Background: an optimization exercise with open tools, aiming at small area, a short achievable clock period and few clock cycles. Do not read the settings as production practice.
Only simulation tests tie the RTL to the original design; equivalence was not proved.
No activity file was given, so power comes from the tool's default toggle rates.

## cedar
// auction_unit
module auction_unit (
    input  wire         clk,
    input  wire         rst,
    input  wire         bid_valid,
    output wire         bid_ready,
    input  wire [15:0]  bid_qid,
    input  wire [3:0]   bid_booth,
    input  wire [2:0]   bid_origin,
    input  wire [31:0]  bid_score,
    input  wire [47:0]  bid_item,
    input  wire         cmd_valid,
    output wire         cmd_ready,
    input  wire [1:0]   cmd_op,
    input  wire [15:0]  cmd_qid,
    input  wire [3:0]   cmd_booth,
    input  wire [7:0]   cmd_k,
    input  wire         cmd_mode,
    input  wire         cmd_dir,
    output reg          out_valid,
    input  wire         out_ready,
    output reg          out_last,
    output wire [127:0] out_data,
    output wire         idle,
    output wire         au_heaps,
    output wire [7:0]   au_pool,
    output reg  [15:0]  au_bids,
    output reg  [15:0]  au_dropunk,
    output reg  [15:0]  au_droplate,
    output reg  [15:0]  au_dropfor,
    output reg  [15:0]  au_badbid,
    output reg  [15:0]  au_opens,
    output reg  [15:0]  au_closes,
    output reg  [25:0]  au_lastdrop
);
Size: about 6900 cells after synthesis, roughly 95000 sq um of cells after synthesis.
Settings: LEC_CHECK=0, ABC_CLOCK_PERIOD_IN_PS=3500, CAP_MARGIN=20, CORE_MARGIN=2, CORE_UTILIZATION=60, CTS_CLUSTER_DIAMETER=60, CTS_CLUSTER_SIZE=30, PLACE_DENSITY=0.72, SETUP_SLACK_MARGIN=5, SLEW_MARGIN=20; clock period 10.0 ns.
standard.sh (not shown) runs the stock make flow with config.mk's settings and CLKGATE_MAP_FILE= SYNTH_SCRIPT=/design/flow/synth_recipe.tcl, a recipe that flattens the netlist after the stock synthesis.
==> flow/flow/run.sh <==
#!/bin/bash
set -euo pipefail
bash standard.sh SETUP_SLACK_MARGIN=6.55 finish > standard_flow.log 2>&1
Testbench counts of cedar, summed over its fixed seeds: cycles 15,788.
> inputs changed (cedar -> oak)
--- a/flow/design.v
+++ b/flow/design.v
@@ -119,17 +119,17 @@
             if (!c_hit || !h_open)
                 c_status = ST_BADPAR;
             else
                 c_status = ST_OK;
         end else
             c_status = ST_OK;
     end
     wire out_free  = !out_valid || out_ready;
-    wire c_exec    = s_c && !s_b && !p_v && !listing && out_free;
+    wire c_exec    = s_c && !s_b && !p_v && !listing && !out_valid;
     wire c_ok      = (c_status == ST_OK);
     wire do_open   = c_exec && c_ok && (s_op == OP_OPEN);
     wire do_close  = c_exec && c_ok && (s_op == OP_CLOSE);
     wire do_free   = c_exec && c_ok && (s_op == OP_FREE) && c_hit;
     wire open_ok = s_c && c_ok && (s_op == OP_OPEN);
     wire nx_mode = open_ok ? s_mode : h_mode;
     wire nx_dir  = open_ok ? s_dir  : h_dir;
     wire in_z    = (bid_score[30:0] == 31'd0);
==> notes.md <==
oak reports its master of the slowest instance on the critical path as sky130_fd_sc_hd__a221o_1 while cedar reports sky130_fd_sc_hd__o211ai_1.
s_key[15] as the critical path startpoint was reported by cedar, and s_key[27] by oak.
Compared with cedar, oak is the less power-hungry design.
Lower number of nets in the layout goes to oak over cedar.
Changes observed in oak relative to cedar: wire length on met2 now sits lower, setup slack at placement +0.33 ns, overall via count from detail_route moved down.
Summary of oak over cedar: wire length reported by the detailed router saw a decrease, final cycle utilization of the critical path fell by 1.4 points, clock-cell share of area -0.38 points.
Testbench counts of oak, summed over its fixed seeds: cycles 15,836.

---

Starting RTL as in the previous note.
Settings: LEC_CHECK=0, ABC_CLOCK_PERIOD_IN_PS=3500, CAP_MARGIN=20, CORE_MARGIN=2, CORE_UTILIZATION=60, CTS_CLUSTER_DIAMETER=60, CTS_CLUSTER_SIZE=30, PLACE_DENSITY=0.72, SETUP_SLACK_MARGIN=5, SLEW_MARGIN=20; clock period 10.0 ns.
==> flow/flow/run.sh <==
#!/bin/bash
set -euo pipefail
bash standard.sh SETUP_SLACK_MARGIN=6.4 finish > standard_flow.log 2>&1
Testbench counts at the start, summed over its fixed seeds: cycles 15,788.
Then changed:
--- a/flow/design.v
+++ b/flow/design.v
@@ -257,20 +257,18 @@
     wire apply  = b_go && (drop == 3'd0);
     wire [55:0] r_rest = {r_key[7:0], r_item};
     reg  [3:0] r_ql, r_qe;
     always @(*) begin
         for (i = 0; i < 4; i = i + 1)
             {r_ql[i], r_qe[i]} = cmp14(p_rest[14*i +: 14], r_rest[14*i +: 14]);
     end
     wire r_lt   = t_l[3] || (t_e[3] && (t_l[2] || (t_e[2] && (t_l[1] || (t_e[1] && t_l[0])))));
     wire r_done = p_res && p_rsv && p_hv;    
-    wire [NS-1:0] rsel_close = onehot(ord[4'd0 - h_k[3:0]]);
-    wire [NS-1:0] rsel_step  = onehot(ord[l_pos + 4'd1]);
     reg [15:0] ahead_r;
     always @(*) begin
         for (i = 0; i < 16; i = i + 1)
             ahead_r[i] = vr[i] && (emp[i] || p_lt[ord[i]]);
     end
     wire       insert   = p_dec && (!h_full || p_ltw);
     wire [4:0]    nx_spare    = !insert ? spare    : h_full ? ord[15] : spare + 5'd1;
     wire [NS-1:0] nx_spare_oh = !insert ? spare_oh : h_full ? w_oh    : {spare_oh[NS-2:0], 1'b0};
     wire [NS-1:0] nx_w_oh     = !insert ? w_oh : ahead_r[14] ? onehot(ord[14]) : spare_oh;
@@ -408,22 +406,20 @@
                       ahead_r[14] ? (k_lt & onehot(ord[14])) != 0 :
                                     (k_lt & spare_oh) != 0;
             p_t    <= b_t;
             p_rsv  <= 1'b0;
             p_rest <= {s_key[7:0], s_item};
         end
         p_tie <= nx_ptie;
         if (p_res && (!p_rsv || p_hv))
             rsel <= low1(p_rsv ? p_t_r : p_t);
-        else if (do_close)
-            rsel <= rsel_close;
-        else if (l_step)
-            rsel <= rsel_step;
+        else if (do_close || l_step)
+            rsel <= onehot(ord[do_close ? 4'd0 - h_k[3:0] : l_pos + 4'd1]);
         if (do_close)
             l_pos <= 4'd0 - h_k[3:0];
         else if (l_step)
             l_pos <= l_pos + 4'd1;
         spare    <= do_open ? 5'd0 : nx_spare;
         spare_oh <= do_open ? {{(NS-1){1'b0}}, 1'b1} : nx_spare_oh;
         w_oh     <= nx_w_oh;
         used     <= do_open ? {NS{1'b0}} : nx_used;
         if (apply)
What happened: The changed run completed without violations. Non-clock buffer count is higher by 79. Maximum frequency falls by about 10%. Total power rose by 13%. Final area rose by about 1.1%. Via count is about the same. Worst hold slack stays flat. Worst setup slack got worse by 420 ps. Clock-buffer cell count goes up by 7.
Testbench counts after the change, summed over its fixed seeds: cycles 15,788.

---

auction_unit, a different RTL version from the one above (not shown whole).
For scale: ~6900 cells after synthesis, ~2100 flip-flops, ~420 I/O pins, roughly 0.095 sq mm of cells after synthesis.
==> flow/config.mk <==
export PLATFORM = sky130hd
export DESIGN_NAME = auction_unit
export DESIGN_NICKNAME = auction_unit
export VERILOG_FILES = /design/flow/design.v
export SDC_FILE = /design/flow/constraint.sdc
export NUM_CORES = 4
export LEC_CHECK = 0
export ABC_CLOCK_PERIOD_IN_PS = 3500
export CAP_MARGIN = 20
export CORE_MARGIN = 2
export CORE_UTILIZATION = 60
export CTS_CLUSTER_DIAMETER = 60
export CTS_CLUSTER_SIZE = 30
export PLACE_DENSITY = 0.72
export SETUP_SLACK_MARGIN = 5
export SLEW_MARGIN = 20
==> flow/constraint.sdc <==
create_clock -name core_clock -period 10.0 [get_ports {clk}]
set_input_delay 2.0000 -clock core_clock [delete_from_list [all_inputs] [get_ports {clk}]]
set_output_delay 2.0000 -clock core_clock [all_outputs]
set_load 0.01 [all_outputs]
Scripts as last shown in full above: flow/flow/run.sh
Testbench counts at the start, summed over its fixed seeds: cycles 15,788.
Edit:
--- a/flow/design.v
+++ b/flow/design.v
@@ -117,21 +117,21 @@
                 c_status = ST_OK;
         end else if (s_op == OP_CLOSE) begin
             if (!c_hit || !h_open)
                 c_status = ST_BADPAR;
             else
                 c_status = ST_OK;
         end else
             c_status = ST_OK;
     end
     wire out_free  = !out_valid || out_ready;
-    wire c_exec    = s_c && !s_b && !p_v && !listing && out_free;
+    wire c_exec    = s_c && !s_b && !p_v && !listing && !out_valid;
     wire c_ok      = (c_status == ST_OK);
     wire do_open   = c_exec && c_ok && (s_op == OP_OPEN);
     wire do_close  = c_exec && c_ok && (s_op == OP_CLOSE);
     wire do_free   = c_exec && c_ok && (s_op == OP_FREE) && c_hit;
     wire open_ok = s_c && c_ok && (s_op == OP_OPEN);
     wire nx_mode = open_ok ? s_mode : h_mode;
     wire nx_dir  = open_ok ? s_dir  : h_dir;
     wire in_z    = (bid_score[30:0] == 31'd0);
     wire in_neg  = !nx_mode && bid_score[31];                
     wire in_inv  = in_neg ^ !nx_dir;
@@ -256,20 +256,22 @@
     wire b_go   = s_b && adv;
     wire apply  = b_go && (drop == 3'd0);
     wire [55:0] r_rest = {r_key[7:0], r_item};
     reg  [3:0] r_ql, r_qe;
     always @(*) begin
         for (i = 0; i < 4; i = i + 1)
             {r_ql[i], r_qe[i]} = cmp14(p_rest[14*i +: 14], r_rest[14*i +: 14]);
     end
     wire r_lt   = t_l[3] || (t_e[3] && (t_l[2] || (t_e[2] && (t_l[1] || (t_e[1] && t_l[0])))));
     wire r_done = p_res && p_rsv && p_hv;    
+    wire [NS-1:0] rsel_close = onehot(ord[4'd0 - h_k[3:0]]);
+    wire [NS-1:0] rsel_step  = onehot(ord[l_pos + 4'd1]);
     reg [15:0] ahead_r;
     always @(*) begin
         for (i = 0; i < 16; i = i + 1)
             ahead_r[i] = vr[i] && (emp[i] || p_lt[ord[i]]);
     end
     wire       insert   = p_dec && (!h_full || p_ltw);
     wire [4:0]    nx_spare    = !insert ? spare    : h_full ? ord[15] : spare + 5'd1;
     wire [NS-1:0] nx_spare_oh = !insert ? spare_oh : h_full ? w_oh    : {spare_oh[NS-2:0], 1'b0};
     wire [NS-1:0] nx_w_oh     = !insert ? w_oh : ahead_r[14] ? onehot(ord[14]) : spare_oh;
     wire [NS-1:0] nx_used     = (used | (insert ? spare_oh : {NS{1'b0}})) &
@@ -395,30 +397,34 @@
             p_hv  <= p_rsv && !p_hv;
             t_l   <= r_ql;
             t_e   <= r_qe;
             if (r_done) begin
                 p_lt  <= p_lt | (rsel & {NS{r_lt}});
                 p_ltw <= p_ltw | ((rsel & w_oh) != 0 && r_lt);
                 p_t   <= p_t_r;
             end
         end else begin
             p_lt   <= k_lt;
-            p_ltw  <= (k_lt & nx_w_oh) != 0;
+            p_ltw  <= !insert     ? (k_lt & w_oh) != 0 :
+                      ahead_r[14] ? (k_lt & onehot(ord[14])) != 0 :
+                                    (k_lt & spare_oh) != 0;
             p_t    <= b_t;
             p_rsv  <= 1'b0;
             p_rest <= {s_key[7:0], s_item};
         end
         p_tie <= nx_ptie;
         if (p_res && (!p_rsv || p_hv))
             rsel <= low1(p_rsv ? p_t_r : p_t);
-        else if (do_close || l_step)
-            rsel <= onehot(ord[do_close ? 4'd0 - h_k[3:0] : l_pos + 4'd1]);
+        else if (do_close)
+            rsel <= rsel_close;
+        else if (l_step)
+            rsel <= rsel_step;
         if (do_close)
             l_pos <= 4'd0 - h_k[3:0];
         else if (l_step)
             l_pos <= l_pos + 4'd1;
         spare    <= do_open ? 5'd0 : nx_spare;
         spare_oh <= do_open ? {{(NS-1){1'b0}}, 1'b1} : nx_spare_oh;
         w_oh     <= nx_w_oh;
         used     <= do_open ? {NS{1'b0}} : nx_used;
         if (apply)
             h_applied <= sat_inc(h_applied);
Critical path depth rose by 1.
Cell area fell by 0.76%.
Global-route usage fell by 1.1 points.
Synthesized cell count rose by 0.35%.
Count of clock-buffer cells in the layout rose by 2.
Testbench counts after the change, summed over its fixed seeds: cycles 15,836.

separate check: timing with driven ports:
The results above use ideal ports. As a check the final layouts listed here were re-extracted and re-timed, cells and wires unchanged. Step 1 (the two cells are an assumption about what drives the block):
set clk [get_ports {clk}]
set_driving_cell -lib_cell sky130_fd_sc_hd__clkbuf_16 $clk
set_driving_cell -lib_cell sky130_fd_sc_hd__buf_2 [delete_from_list [all_inputs] $clk]
Step 2, shift: input delay + t, output delay - t, t = (earliest + latest rising clock arrival at the registers) / 2. This alone moves slack from input paths to output paths. Slacks: no drivers / after step 1 / after step 2; pairs: no drivers / after step 1.
run | t (ns) | slack for setup (ns) | worst hold slack (ns)
cedar | 0.907 | 6.203 / 6.203 / 5.482 | 0.456 / 0.456 / 0.456
oak | 0.915 | 6.341 / 6.261 / 5.591 | 0.459 / 0.459 / 0.459
the first run of note 2 | 0.901 | 6.145 / 6.145 / 5.486 | 0.453 / 0.453 / 0.453
the second run of note 2 | 0.909 | 5.722 / 5.777 / 4.867 | 0.455 / 0.455 / 0.455
the first run of note 3 | 0.891 | 6.178 / 6.178 / 5.605 | 0.450 / 0.450 / 0.450
the second run of note 3 | 0.887 | 6.128 / 6.128 / 5.534 | 0.457 / 0.457 / 0.457
After both steps every run listed still meets setup and hold. For the second run of note 2, which loses most, drivers alone change the setup slack by +0.055 ns; drivers and shift together by -0.855 ns.
